Background: an optimization exercise with open tools, aiming at small area and a short achievable clock period. Do not read the settings as production practice. No functional check of the RTL was part of any run shown here. Power figures rest on the tool's default switching activity, not on a simulated workload.

==> design.v <==
module bcdec (
    input  wire         clk,
    input  wire         rst,
    input  wire         in_valid,
    input  wire [511:0] data,
    input  wire [63:0]  bpar,
    input  wire [63:0]  cpar,
    output reg          out_valid,
    output reg  [511:0] dout,
    output reg  [1:0]   kind,
    output reg  [2:0]   loc_word,
    output reg  [2:0]   loc_byte,
    output reg  [2:0]   loc_bit
);
    wire [63:0] bf, cm;
    genvar gi;
    generate
        for (gi = 0; gi < 64; gi = gi + 1) begin : g_par
            bcdec_par9 u_bf (.x({bpar[gi], data[8*gi +: 8]}), .y(bf[gi]));
            bcdec_par9 u_cm (.x({cpar[gi], data[448+gi], data[384+gi], data[320+gi],
                                 data[256+gi], data[192+gi], data[128+gi], data[64+gi],
                                 data[gi]}), .y(cm[gi]));
        end
    endgenerate
    wire [63:0]  cmg;
    wire [1:0]   k;
    wire [2:0]   lw, lb, lj;
    bcdec_judge u_judge (.bf(bf), .cm(cm), .cmg(cmg), .kind(k),
                         .loc_word(lw), .loc_byte(lb), .loc_bit(lj));
    wire [511:0] fixed;
    generate
        for (gi = 0; gi < 512; gi = gi + 1) begin : g_fix
            bcdec_fix u_fix (.d(data[gi]), .a(bf[8*(gi/64) + (gi%64)/8]),
                             .b(cmg[gi%64]), .y(fixed[gi]));
        end
    endgenerate
    always @(posedge clk) begin
        if (rst)
            out_valid <= 1'b0;
        else
            out_valid <= in_valid;
        dout     <= fixed;
        kind     <= k;
        loc_word <= lw;
        loc_byte <= lb;
        loc_bit  <= lj;
    end
endmodule
module bcdec_xor2 (input wire a, input wire b, output wire y);
    assign y = a ^ b;
endmodule
module bcdec_par9 (input wire [8:0] x, output wire y);
    wire [3:0] l1;
    wire [1:0] l2;
    wire       l3;
    bcdec_xor2 u0 (.a(x[0]), .b(x[1]), .y(l1[0]));
    bcdec_xor2 u1 (.a(x[2]), .b(x[3]), .y(l1[1]));
    bcdec_xor2 u2 (.a(x[4]), .b(x[5]), .y(l1[2]));
    bcdec_xor2 u3 (.a(x[6]), .b(x[7]), .y(l1[3]));
    bcdec_xor2 u4 (.a(l1[0]), .b(l1[1]), .y(l2[0]));
    bcdec_xor2 u5 (.a(l1[2]), .b(l1[3]), .y(l2[1]));
    bcdec_xor2 u6 (.a(l2[0]), .b(x[8]), .y(l3));
    bcdec_xor2 u7 (.a(l3), .b(l2[1]), .y(y));
endmodule
module bcdec_fix (input wire d, input wire a, input wire b, output wire y);
    assign y = d ^ (a & b);
endmodule
module bcdec_judge (
    input  wire [63:0] bf,
    input  wire [63:0] cm,
    output wire [63:0] cmg,
    output wire [1:0]  kind,
    output wire [2:0]  loc_word,
    output wire [2:0]  loc_byte,
    output wire [2:0]  loc_bit
);
    function [1:0] am64(input [63:0] x);
        reg [63:0] a, m;
        integer s, i;
        begin
            a = x;
            m = 64'd0;
            for (s = 32; s >= 1; s = s / 2)
                for (i = 0; i < s; i = i + 1) begin
                    m[i] = m[2*i] | m[2*i+1] | (a[2*i] & a[2*i+1]);
                    a[i] = a[2*i] | a[2*i+1];
                end
            am64 = {m[0], a[0]};
        end
    endfunction
    wire [1:0] amb = am64(bf);
    wire [1:0] amc = am64(cm);
    wire ab = amb[0], mb = amb[1];
    wire ac = amc[0], mc = amc[1];
    wire g = ~(mb | mc);
    assign cmg = cm & {64{g}};
    reg [7:0] lane_b, lane_c, word_b;
    reg [2:0] ib, ic, iw;
    integer i;
    always @* begin
        lane_b = 8'd0; lane_c = 8'd0; word_b = 8'd0; ib = 3'd0; ic = 3'd0; iw = 3'd0;
        for (i = 0; i < 64; i = i + 1) begin
            lane_b[i%8] = lane_b[i%8] | bf[i];
            word_b[i/8] = word_b[i/8] | bf[i];
            lane_c[i/8] = lane_c[i/8] | cm[i];
            ic = ic | ({3{cm[i]}} & i[2:0]);
        end
        for (i = 0; i < 8; i = i + 1) begin
            ib = ib | ({3{lane_b[i]}} & i[2:0]);
            iw = iw | ({3{word_b[i]}} & i[2:0]);
        end
    end
    wire match = |(lane_b & lane_c);
    wire sb    = ab & ~mb;
    wire clean = ~ab & ~ac;
    wire k1    = sb & ac & ~mc & match;
    wire k2    = sb & ~ac;
    assign kind     = {~clean & ~k1, ~clean & ~k2};
    assign loc_word = (k1 | k2) ? iw : 3'd0;
    assign loc_byte = (k1 | k2) ? ib : 3'd0;
    assign loc_bit  = k1 ? ic : 3'd0;
endmodule
==> flow/run.sh <==
#!/bin/bash
# The standard layout, with small buffers on the ports in place of the
# default delay-cell buffers.
set -euo pipefail
export BUFFER_PORTS_ARGS="-buffer_cell sky130_fd_sc_hd__buf_2"
bash standard.sh > standard_make.log 2>&1
==> standard.sh <==
#!/bin/bash
# synth_recipe.tcl (not shown) runs the flow's synth.tcl, then flattens the netlist and writes it again
# the make line also repeats each setting of config.mk as NAME=value (left out here)
make -C /OpenROAD-flow-scripts/flow DESIGN_CONFIG=/design/flow/config.mk WORK_HOME=/design/flow/orfs CLKGATE_MAP_FILE= SYNTH_SCRIPT=/design/flow/synth_recipe.tcl "${@:-finish}"
==> config.mk <==
export PLATFORM = sky130hd
export DESIGN_NAME = bcdec
export DESIGN_NICKNAME = bcdec
export VERILOG_FILES = /design/flow/design.v
export SDC_FILE = /design/flow/constraint.sdc
export NUM_CORES = 4
export LEC_CHECK = 0
export CAP_MARGIN = 20
export CORE_AREA = 5 5 275 275
export DIE_AREA = 0 0 280 280
export SLEW_MARGIN = 20
export SYNTH_HIERARCHICAL = 1
export SYNTH_MINIMUM_KEEP_SIZE = 0
==> constraint.sdc <==
create_clock -name core_clock -period 12.0 [get_ports {clk}]
set_input_delay 2.4000 -clock core_clock [delete_from_list [all_inputs] [get_ports {clk}]]
set_output_delay 2.4000 -clock core_clock [all_outputs]
set_load 0.01 [all_outputs]
==> results of run 1 <==
-- cells by family after synthesis --
logic type | count (synthesis)
adders and majority gates | 1
AOI/OAI and AO/OA | 95
buffers and inverters | 10
xor gates and xnor gates | 1536
DFF | 524
and+or+nand+nor | 738
-- per-module statistics from Yosys (local to each module, per instance), a selection --
| module | flops+latches | cells inside | cell area, um2 | copies in the design |
|---|---|---|---|---|
| bcdec_xor2 | 0 | 1 | 8.76 | 1024 |
| bcdec | 524 | 525 | 10500 | 1 |
| bcdec_judge | 0 | 331 | 2080 | 1 |
| bcdec_fix | 0 | 2 | 12.5 | 512 |
==> run summary, run 1 <==
Post-Synthesis Mean Instance Area = 9.63 um2
Area of the mapped netlist = 0.0280 mm2
Main combinational cell family by area after synthesis = XOR/XNOR gates
Nets in the synthesized netlist = 3547
Run-stopping error = [ERROR PPL-0024] Number of IO pins (1167) exceeds maximum number of available positions (1010). Increase the die perimeter from 1120.00um to 1587.12um.
Result of the run = stopped before the end
Top cells by count, synth = sky130_fd_sc_hd__xor2_1, sky130_fd_sc_hd__nand2_1, sky130_fd_sc_hd__dfxtp_1
Number of synthesized register bits = 524
Share of the synthesized netlist area taken by xor and xnor gates = 0.481
Last step reached = I/O pin placement (3_2_place_iop)
Adder and majority cell fraction of the synthesized area = 0.000358
Share of synthesized cell area in and, or, nand and nor gates = 0.115
Post-synth EDFFs = 0
Die width = 280 um
Most area-consuming cells after synthesis = sky130_fd_sc_hd__dfxtp_1, sky130_fd_sc_hd__xor2_1, sky130_fd_sc_hd__xnor2_1
Effective utilization at floorplan = 0.385
Synth top area share = 0.375
Primary flip-flop cell chosen by synthesis mapping = sky130_fd_sc_hd__dfxtp_1
Vert. Die Dim = 280 um
Post-synthesis mux area share = 0
Row count = 99
Post-synth cell types = 33
Synthesized instance count = 2904
Top cell type by total area after synthesis = sky130_fd_sc_hd__dfxtp_1
Synth warn = 8
Fraction of the yosys area taken by sequential cells = 0.375
Cell with the most instances after synthesis = sky130_fd_sc_hd__xor2_1
Fraction of the mapped netlist area in compound gates = 0.0251
Async set-or-reset flop fraction in the synthesized netlist = 0
==> inputs of run 2 (changes only) <==
==> flow/run.sh (replaced) <==
#!/bin/bash
# The standard layout, with small buffers on the ports in place of the
# default delay-cell buffers, and pins allowed on every routing track so that
# a smaller die holds all 1167 ports.
set -euo pipefail
export BUFFER_PORTS_ARGS="-buffer_cell sky130_fd_sc_hd__buf_2"
export PLACE_PINS_ARGS="-min_distance 1 -min_distance_in_tracks"
bash standard.sh > standard_make.log 2>&1
--- a/config.mk
+++ b/config.mk
@@ -7,6 +7,6 @@
 export LEC_CHECK = 0
 export CAP_MARGIN = 20
-export CORE_AREA = 5 5 275 275
-export DIE_AREA = 0 0 280 280
+export CORE_AREA = 5 5 295 295
+export DIE_AREA = 0 0 300 300
 export SLEW_MARGIN = 20
 export SYNTH_HIERARCHICAL = 1
==> run summary, run 2 <==
Result of the run = finished clean
Category of the worst setup path capture point = register
Global route total overflow = 0
Root buf cell = sky130_fd_sc_hd__clkbuf_16
Cell with the most instances after synthesis = sky130_fd_sc_hd__xor2_1
Max VDD drop = 0.101 mV
Number of synthesized register bits = 524
Main combinational cell family by area after synthesis = XOR/XNOR gates
Slew @ Worst Pin = 1.12 ns
Final Instance Area = 0.0381 mm2
Drt pass-1 iters = 5
CP Data Required Time = 12.55 ns
Number of failing hold endpoints at the final stage = 0
Setup-violating endpoint count in the final report = 0
Count of pins over their slew limit = 0
Maximum clock frequency = 145 MHz
Nets in the synthesized netlist = 3547
Area of the mapped netlist = 0.0280 mm2
Min-Delay Path Class = in -> reg
Most frequent cells in the layout = sky130_fd_sc_hd__buf_2, sky130_fd_sc_hd__xor2_1, sky130_fd_sc_hd__nand2_1, sky130_fd_sc_hd__dfxtp_1, sky130_fd_sc_hd__xnor2_1
Final WL = 136000 um
Post-Synthesis Mean Instance Area = 9.63 um2
Average via count per standard cell = 4.77
Worst slew margin relative to its limit = 0.251
Max clock buf depth = 3
Number of primary I/O pins = 1167
Library cell contributing the largest single delay on the critical path = sky130_fd_sc_hd__and4_4
Estimated wirelength of the detail-placed design = 115000 um
Number of antenna violations at the first check in global routing = 100
Post-route setup TNS = 0 ns
Row count = 106
Portion of total power attributed to sequential cells = 0.310
Clock network fraction of design power = 0.311
Period utilisation layout = 0.573
Via count of the first global-routing pass = 26200
Top cell type by total area after synthesis = sky130_fd_sc_hd__dfxtp_1
Post-CTS Repair Setup Buffers = 0
Critical path, cell by cell = buf_2, xor2_1, xor2_1, xor2_1, xor2_1, buf_4, nor4_1, o21ai_0, nor4_1, o211ai_1, nor4_1, and4_4, and2_1, nand2_1, xnor2_1
Fraction of the mapped netlist area in compound gates = 0.0251
Leakage power summed over all cells = 16.9 nW
Vert. Die Dim = 300 um
Arrival time reported for the critical path endpoint = 7.43 ns
Post-synth cell types = 33
Fraction of the yosys area taken by sequential cells = 0.375
Comb pwr share = 0.378
DRC violations left = 0
Post-synth EDFFs = 0
Area growth syn-to-layout = 36.1%
Delay of the slowest cell on the worst path = 0.85 ns
Critical path start-end classification = in -> reg
H-tree depth = 2
Most area-consuming cells after synthesis = sky130_fd_sc_hd__dfxtp_1, sky130_fd_sc_hd__xor2_1, sky130_fd_sc_hd__xnor2_1
Fraction of layout cells with a size suffix above 1 = 0.320
Synth warn = 8
Std-Cell Core Area = 0.0836 mm2
Via total after detailed routing = 25900
Clock tree from TritonCTS = yes
Unrepaired setup endpoints after global routing = false
Die width = 300 um
Largest net degree at the start of global routing = 65
Post-synthesis mux area share = 0
Port Buffer Count = 1166
Synth top area share = 0.375
Die area = 0.0900 mm2
First-pass GRT wire length = 188000 um
Net Sw Frac = 0.389
Largest register FFs = 512
Cell-internal power = 3.67 mW
Violation count after the first detailed-route iteration = 1885
Share of synthesized cell area in and, or, nand and nor gates = 0.115
Top cells by count, synth = sky130_fd_sc_hd__xor2_1, sky130_fd_sc_hd__nand2_1, sky130_fd_sc_hd__dfxtp_1
Primary flip-flop cell chosen by synthesis mapping = sky130_fd_sc_hd__dfxtp_1
Post-DP Area = 0.0359 mm2
Synthesized instance count = 2904
Count of nets after finishing = 4873
Global-route total usage across every layer = 0.284
Resized Gates After CTS = 0
Antenna violation net count after detailed routing = 0
Most frequent standard cell in the layout excluding fill and tap cells = sky130_fd_sc_hd__buf_2
Register with the most flip-flops = dout
# hold bufs at CTS = 0
Detailed-route wire length per cell = 25.0 um
Routability congestion estimate = 1.02
Net Sw Power = 2.34 mW
Adder and majority cell fraction of the synthesized area = 0.000358
Share of the synthesized netlist area taken by xor and xnor gates = 0.481
Category of the worst setup path launch point = input pin
Min Clock Period, post-route = 6.88 ns
Areal power density over the cells = 158 mW/mm2
Effective utilization at floorplan = 0.335
Async set-or-reset flop fraction in the synthesized netlist = 0
Clock slew at reported path FFs = 0.06 ns
Number of clock sinks seen by CTS = 524
Cts bufs inserted = 61
CP most frequent cell = sky130_fd_sc_hd__xor2_1
Maximum capacitance violations = 0
CP Max Fanout = 64
## run 2: cell counts after synthesis
Identical to the previous run, type by type.
## run 2: logic make-up after synthesis
| family | Yosys count |
|---|---|
| flip-flops | 524 |
| AND/OR/NAND/NOR | 738 |
| XOR/XNOR | 1536 |
| buffers and inverters | 10 |
| AO/OA/AOI/OAI | 95 |
| adder cells (fa/ha/maj) | 1 |
## run 2: per-module statistics from Yosys, one instance, submodules excluded, a selection
module	flops+latches	cells	times used	area [um2]
bcdec	524	525	1	10500
bcdec_xor2	0	1	1024	8.76
bcdec_judge	0	331	1	2080
bcdec_fix	0	2	512	12.5
## run 2: area by class of cell
cell class / count / area (um2)
Sequential cell: 524 / 10500
Clock buffer: 88 / 1740
Antenna cell: 76 / 190
Inverter: 3 / 11.3
Tap cell: 1080 / 1350
Clock inverter: 20 / 241
Fill cell: 8290 / 45500
Multi-Input combinational cell: 2370 / 17400
Timing Repair Buffer: 1270 / 6620
## run 2: worst paths after layout
| path | startpoint | to | slack, ns | depth (start not counted) |
|---|---|---|---|---|
| max | data[16] | dout[305] | 5.12 | 15 |
| min | rst | out_valid | 1.96 | 2 |
## run 2: power groups by stage
stage,Clock (mW),Combinational [mW],Sequential (mW)
CTS,1.91,2.26,1.86
global placement,0,2.25,1.90
floorplan,0,0.966,1.94
finish,1.87,2.27,1.86
global route,1.98,2.40,1.87
detailed placement,0,2.25,1.90
## run 2: metal layers
layer  wire (um)  track usage
met2       58700        0.440
met1       52500        0.336
met4        8010        0.144
met5         387            0
met3       16500        0.124
## run 2: worst max-delay path: cells and delay by family
family | cells | cell delay, ns
buffers and inverters | 2 | 0.45
and+or+nand+nor | 6 | 2.90
xor gates and xnor gates | 5 | 1.24
AOI/OAI and AO/OA | 2 | 0.37
## run 2: metrics by stage
| stage | total power, mW | hold WS [ns] | setup slack [ns] | std cells | util |
|---|---|---|---|---|---|
| detailed placement | 4.15 | 2.59 | 4.60 | 5247 | 0.429 |
| CTS | 6.03 | 1.91 | 5.28 | 5355 | 0.453 |
| finish | 6.01 | 1.96 | 5.12 | 5431 | 0.455 |
| global placement | 4.15 | 2.59 | 4.56 | 5247 | 0.429 |
| floorplan | 2.91 | 2.46 | 6.53 | 2904 | - |
| global route | 6.25 | 1.93 | 4.84 | 5404 | 0.455 |
==> inputs of run 3 (changes only) <==
--- a/design.v
+++ b/design.v
@@ -7,5 +7,5 @@
     input  wire [63:0]  cpar,
     output reg          out_valid,
-    output reg  [511:0] dout,
+    output wire [511:0] dout,
     output reg  [1:0]   kind,
     output reg  [2:0]   loc_word,
@@ -23,16 +23,11 @@
         end
     endgenerate
-    wire [63:0]  cmg;
+    wire [63:0]  bfg, cmg;
     wire [1:0]   k;
     wire [2:0]   lw, lb, lj;
-    bcdec_judge u_judge (.bf(bf), .cm(cm), .cmg(cmg), .kind(k),
+    bcdec_judge u_judge (.bf(bf), .cm(cm), .bfg(bfg), .cmg(cmg), .kind(k),
                          .loc_word(lw), .loc_byte(lb), .loc_bit(lj));
-    wire [511:0] fixed;
-    generate
-        for (gi = 0; gi < 512; gi = gi + 1) begin : g_fix
-            bcdec_fix u_fix (.d(data[gi]), .a(bf[8*(gi/64) + (gi%64)/8]),
-                             .b(cmg[gi%64]), .y(fixed[gi]));
-        end
-    endgenerate
+    reg [511:0] data_q;
+    reg [63:0]  bfg_q, cmg_q;
     always @(posedge clk) begin
         if (rst)
@@ -40,5 +35,7 @@
         else
             out_valid <= in_valid;
-        dout     <= fixed;
+        data_q   <= data;
+        bfg_q    <= bfg;
+        cmg_q    <= cmg;
         kind     <= k;
         loc_word <= lw;
@@ -46,4 +43,10 @@
         loc_bit  <= lj;
     end
+    generate
+        for (gi = 0; gi < 512; gi = gi + 1) begin : g_fix
+            bcdec_fix u_fix (.d(data_q[gi]), .a(bfg_q[8*(gi/64) + (gi%64)/8]),
+                             .b(cmg_q[gi%64]), .y(dout[gi]));
+        end
+    endgenerate
 endmodule
 module bcdec_xor2 (input wire a, input wire b, output wire y);
@@ -69,4 +72,5 @@
     input  wire [63:0] bf,
     input  wire [63:0] cm,
+    output wire [63:0] bfg,
     output wire [63:0] cmg,
     output wire [1:0]  kind,
@@ -93,6 +97,6 @@
     wire ab = amb[0], mb = amb[1];
     wire ac = amc[0], mc = amc[1];
-    wire g = ~(mb | mc);
-    assign cmg = cm & {64{g}};
+    assign bfg = bf & {64{~mb}};
+    assign cmg = cm & {64{~mc}};
     reg [7:0] lane_b, lane_c, word_b;
     reg [2:0] ib, ic, iw;
==> flow/run.sh (replaced) <==
#!/bin/bash
# The standard layout, with small buffers on the ports in place of the
# default delay-cell buffers, and pins allowed on every routing track so that
# a smaller die holds all 1167 ports. Timing repair aims well past the
# clock period so that the layout reaches its fastest period.
set -euo pipefail
export BUFFER_PORTS_ARGS="-buffer_cell sky130_fd_sc_hd__buf_2"
export PLACE_PINS_ARGS="-min_distance 1 -min_distance_in_tracks"
export SETUP_SLACK_MARGIN=8
bash standard.sh > standard_make.log 2>&1
==> run summary, run 3 <==
Largest register FFs = 512
Violation count after the first detailed-route iteration = 1688
Register with the most flip-flops = data_q
Net Sw Frac = 0.353
Die width = 300 um
Drt pass-1 iters = 5
Most area-consuming cells after synthesis = sky130_fd_sc_hd__dfxtp_1, sky130_fd_sc_hd__xor2_1, sky130_fd_sc_hd__xnor2_1
Delay of the slowest cell on the worst path = 0.44 ns
Max clock buf depth = 3
Vert. Die Dim = 300 um
Die area = 0.0900 mm2
Arrival time reported for the critical path endpoint = 5.52 ns
Top cells by count, synth = sky130_fd_sc_hd__xor2_1, sky130_fd_sc_hd__dfxtp_1, sky130_fd_sc_hd__nand2_1
Comb pwr share = 0.330
Post-Synthesis Mean Instance Area = 9.99 um2
Primary flip-flop cell chosen by synthesis mapping = sky130_fd_sc_hd__dfxtp_1
Synthesized instance count = 3094
Clock slew at reported path FFs = 0.06 ns
Max VDD drop = 0.102 mV
Effective utilization at floorplan = 0.370
Synth warn = 8
Launch point of the worst path = data[48]
Worst slew margin relative to its limit = 0.476
Via count of the first global-routing pass = 28000
Final WL = 143000 um
Min Clock Period, post-route = 5.02 ns
Std-Cell Core Area = 0.0836 mm2
Period utilisation layout = 0.418
Number of logic stages on the critical path including buffering = 13
Post-synth cell types = 37
Count of nets after finishing = 5122
Routability congestion estimate = 0.966
Maximum clock frequency = 199 MHz
Row count = 106
Number of clock sinks seen by CTS = 652
Slew @ Worst Pin = 0.784 ns
Cell with the most instances after synthesis = sky130_fd_sc_hd__xor2_1
Fraction of the yosys area taken by sequential cells = 0.422
Via total after detailed routing = 27300
Portion of total power attributed to sequential cells = 0.331
Global route total overflow = 0
DRC violations left = 0
Clock tree from TritonCTS = yes
Antenna violation net count after detailed routing = 0
Net Sw Power = 2.44 mW
Total power = 6.90 mW
Category of the worst setup path capture point = register
# hold bufs at CTS = 0
Detailed-route wire length per cell = 25.1 um
Root buf cell = sky130_fd_sc_hd__clkbuf_16
Library cell contributing the largest single delay on the critical path = sky130_fd_sc_hd__a222oi_1
Unrepaired setup endpoints after global routing = true
Async set-or-reset flop fraction in the synthesized netlist = 0
Number of primary I/O pins = 1167
Global-route total usage across every layer = 0.298
CP Max Fanout = 5
Number of antenna violations at the first check in global routing = 103
H-tree depth = 3
CP most frequent cell = sky130_fd_sc_hd__xor2_1
Number of synthesized register bits = 652
Cts bufs inserted = 77
Estimated wirelength of the detail-placed design = 114000 um
Area of the mapped netlist = 0.0309 mm2
Nets in the synthesized netlist = 3737
Largest net degree at the start of global routing = 13
Number of failing hold endpoints at the final stage = 0
Fraction of layout cells with a size suffix above 1 = 0.401
Most frequent standard cell in the layout excluding fill and tap cells = sky130_fd_sc_hd__buf_2
Maximum capacitance violations = 0
Synth top area share = 0.422
Post-route setup TNS = 0 ns
Average via count per standard cell = 4.80
Category of the worst setup path launch point = input pin
Result of the run = finished clean
Leakage power summed over all cells = 19.3 nW
Count of pins over their slew limit = 0
Setup crit end = kind[1]
Port Buffer Count = 1166
Areal power density over the cells = 153 mW/mm2
Min-Delay Path Class = in -> reg
Regs by FF count = data_q: 512 flops, bfg_q: 64 flops, cmg_q: 64 flops
CP Data Required Time = 12.50 ns
Top cell type by total area after synthesis = sky130_fd_sc_hd__dfxtp_1
Critical path start-end classification = in -> reg
Most frequent cells in the layout = sky130_fd_sc_hd__buf_2, sky130_fd_sc_hd__xor2_1, sky130_fd_sc_hd__nand2_1, sky130_fd_sc_hd__dfxtp_1, sky130_fd_sc_hd__xnor2_1
Critical path, cell by cell = buf_2, xor2_1, xor2_1, xor2_1, xor2_2, a222oi_1, o2111ai_1, nor4_1, nand4_1, buf_6, nor3_4, nand4_1, and2_1
Final Hold Slack = 1.90 ns
Clock network fraction of design power = 0.339
Area growth syn-to-layout = 46.0%
Cell-internal power = 4.47 mW
Family with the most delay on the worst path = simple AND/OR/NAND/NOR gates
Post-synth EDFFs = 0
Number of buffer and inverter instances along the worst setup path = 2
First-pass GRT wire length = 197000 um
Setup-violating endpoint count in the final report = 0
==> run 3: cell types whose count changed after synthesis, moves of 6 or more <==
| cell | previous run | this run |
|---|---|---|
| sky130_fd_sc_hd__clkbuf_2 | 0 | 6 |
| sky130_fd_sc_hd__buf_6 | 7 | 0 |
| sky130_fd_sc_hd__dfxtp_1 | 524 | 652 |
| sky130_fd_sc_hd__nor3_1 | 11 | 4 |
| sky130_fd_sc_hd__a22oi_1 | 13 | 19 |
| sky130_fd_sc_hd__nand2_1 | 544 | 536 |
| sky130_fd_sc_hd__buf_2 | 0 | 6 |
| sky130_fd_sc_hd__and2_1 | 66 | 130 |
| sky130_fd_sc_hd__a221oi_1 | 9 | 3 |
==> run 3: final cells by class <==
class                   instances  area [um2]
fillers                      7677       38400
clock inverters                22         275
clock buffers                 106        2210
flip-flops and latches        652       13300
repair buffers               1317        7670
diodes                         89         223
well taps                    1080        1350
multi-input cells            2431       20100
==> run 3: kinds of logic after synthesis <==
kind of cell | count (synthesis) | synth area share
adders and majority gates | 1 | 0.000324
and+or+nand+nor | 791 | 0.117
buffers and inverters | 14 | 0.00219
xor gates and xnor gates | 1537 | 0.435
DFF | 652 | 0.422
AOI/OAI and AO/OA | 99 | 0.0232
==> run 3: how the worst min path moves through the flow <==
| stage | from | to | cells past startpoint |
|---|---|---|---|
| final | data[361] | data_q[361] | 1 |
| after global placement | data[402] | data_q[402] | 1 |
| after CTS | data[25] | data_q[25] | 1 |
| after global routing | data[361] | data_q[361] | 1 |
| after detailed placement | data[505] | data_q[505] | 1 |
| after floorplan | data[0] | data_q[0] | 0 |
==> run 3: modules after synthesis, one instance, submodules excluded, a selection <==
| module | copies in the design | cell area [um2] | cells |
|---|---|---|---|
| bcdec_judge | 1 | 2470 | 393 |
| bcdec_xor2 | 1024 | 8.76 | 1 |
| bcdec | 1 | 13100 | 653 |
| bcdec_fix | 512 | 12.5 | 2 |
==> run 3: repair_timing <==
action                                  in CTS  in global routing
setup buffers                               72                 22
endpoints found under the setup margin     626                250
pin swaps                                  127                 96
gates cloned                                11                  2
gates resized for setup                    431                189
==> run 3: metrics by stage <==
stage	setup WS [ns]	instance area, um2	util	std cells
floorplan	7.09	31100	-	3094
global placement	5.29	38500	0.461	5373
detailed placement	5.29	38500	0.461	5373
CTS	7.14	43800	0.524	5584
global route	6.86	45100	0.539	5666
finish	6.98	45100	0.540	5697
==> run 3: power groups by stage <==
stage	sequential (mW)	combinational, mW	clock, mW
2_1_floorplan	2.34	0.913	0
4_1_cts	2.29	2.15	2.38
6_report	2.29	2.28	2.34
3_5_place_dp	2.34	1.83	0
5_1_grt	2.29	2.38	2.47
3_3_place_gp	2.34	1.84	0
==> run 3: routing by layer <==
metal / wire [um] / track usage / vias up
li1: - / - / 12500
met1: 55500 / 0.354 / 12800
met2: 62200 / 0.462 / 1522
met3: 15800 / 0.120 / 448
met4: 9250 / 0.166 / 48
met5: 326 / 0 / -

[re-timing with driven ports]
No port has a modelled driver above. Below, the same layouts with a new extraction and two added sets of constraints.
Step 1 assumes that a clkbuf_16 drives the clock port and a buf_2 every other input.
Step 2 moves the port delays by t, midway between the first and last clock arrival at a register: inputs arrive t later, outputs are due t later. That takes back most of the time a late clock gives input paths.
Slacks: ideal / step 1 / step 2; pairs: ideal / step 1.
run | t, ns | setup slack, ns | slew at the worst register clock pin (ns)
run 2 | 0.695 | 5.122 / 5.150 / 4.455 | 0.06 / 0.06
run 3 | 0.663 | 6.979 / 7.008 / 6.345 | 0.06 / 0.06
After both steps setup and hold are still met in every run listed. The setup slack of run 2, which loses most, moves by +0.028 ns with the drivers and by -0.667 ns with both steps.
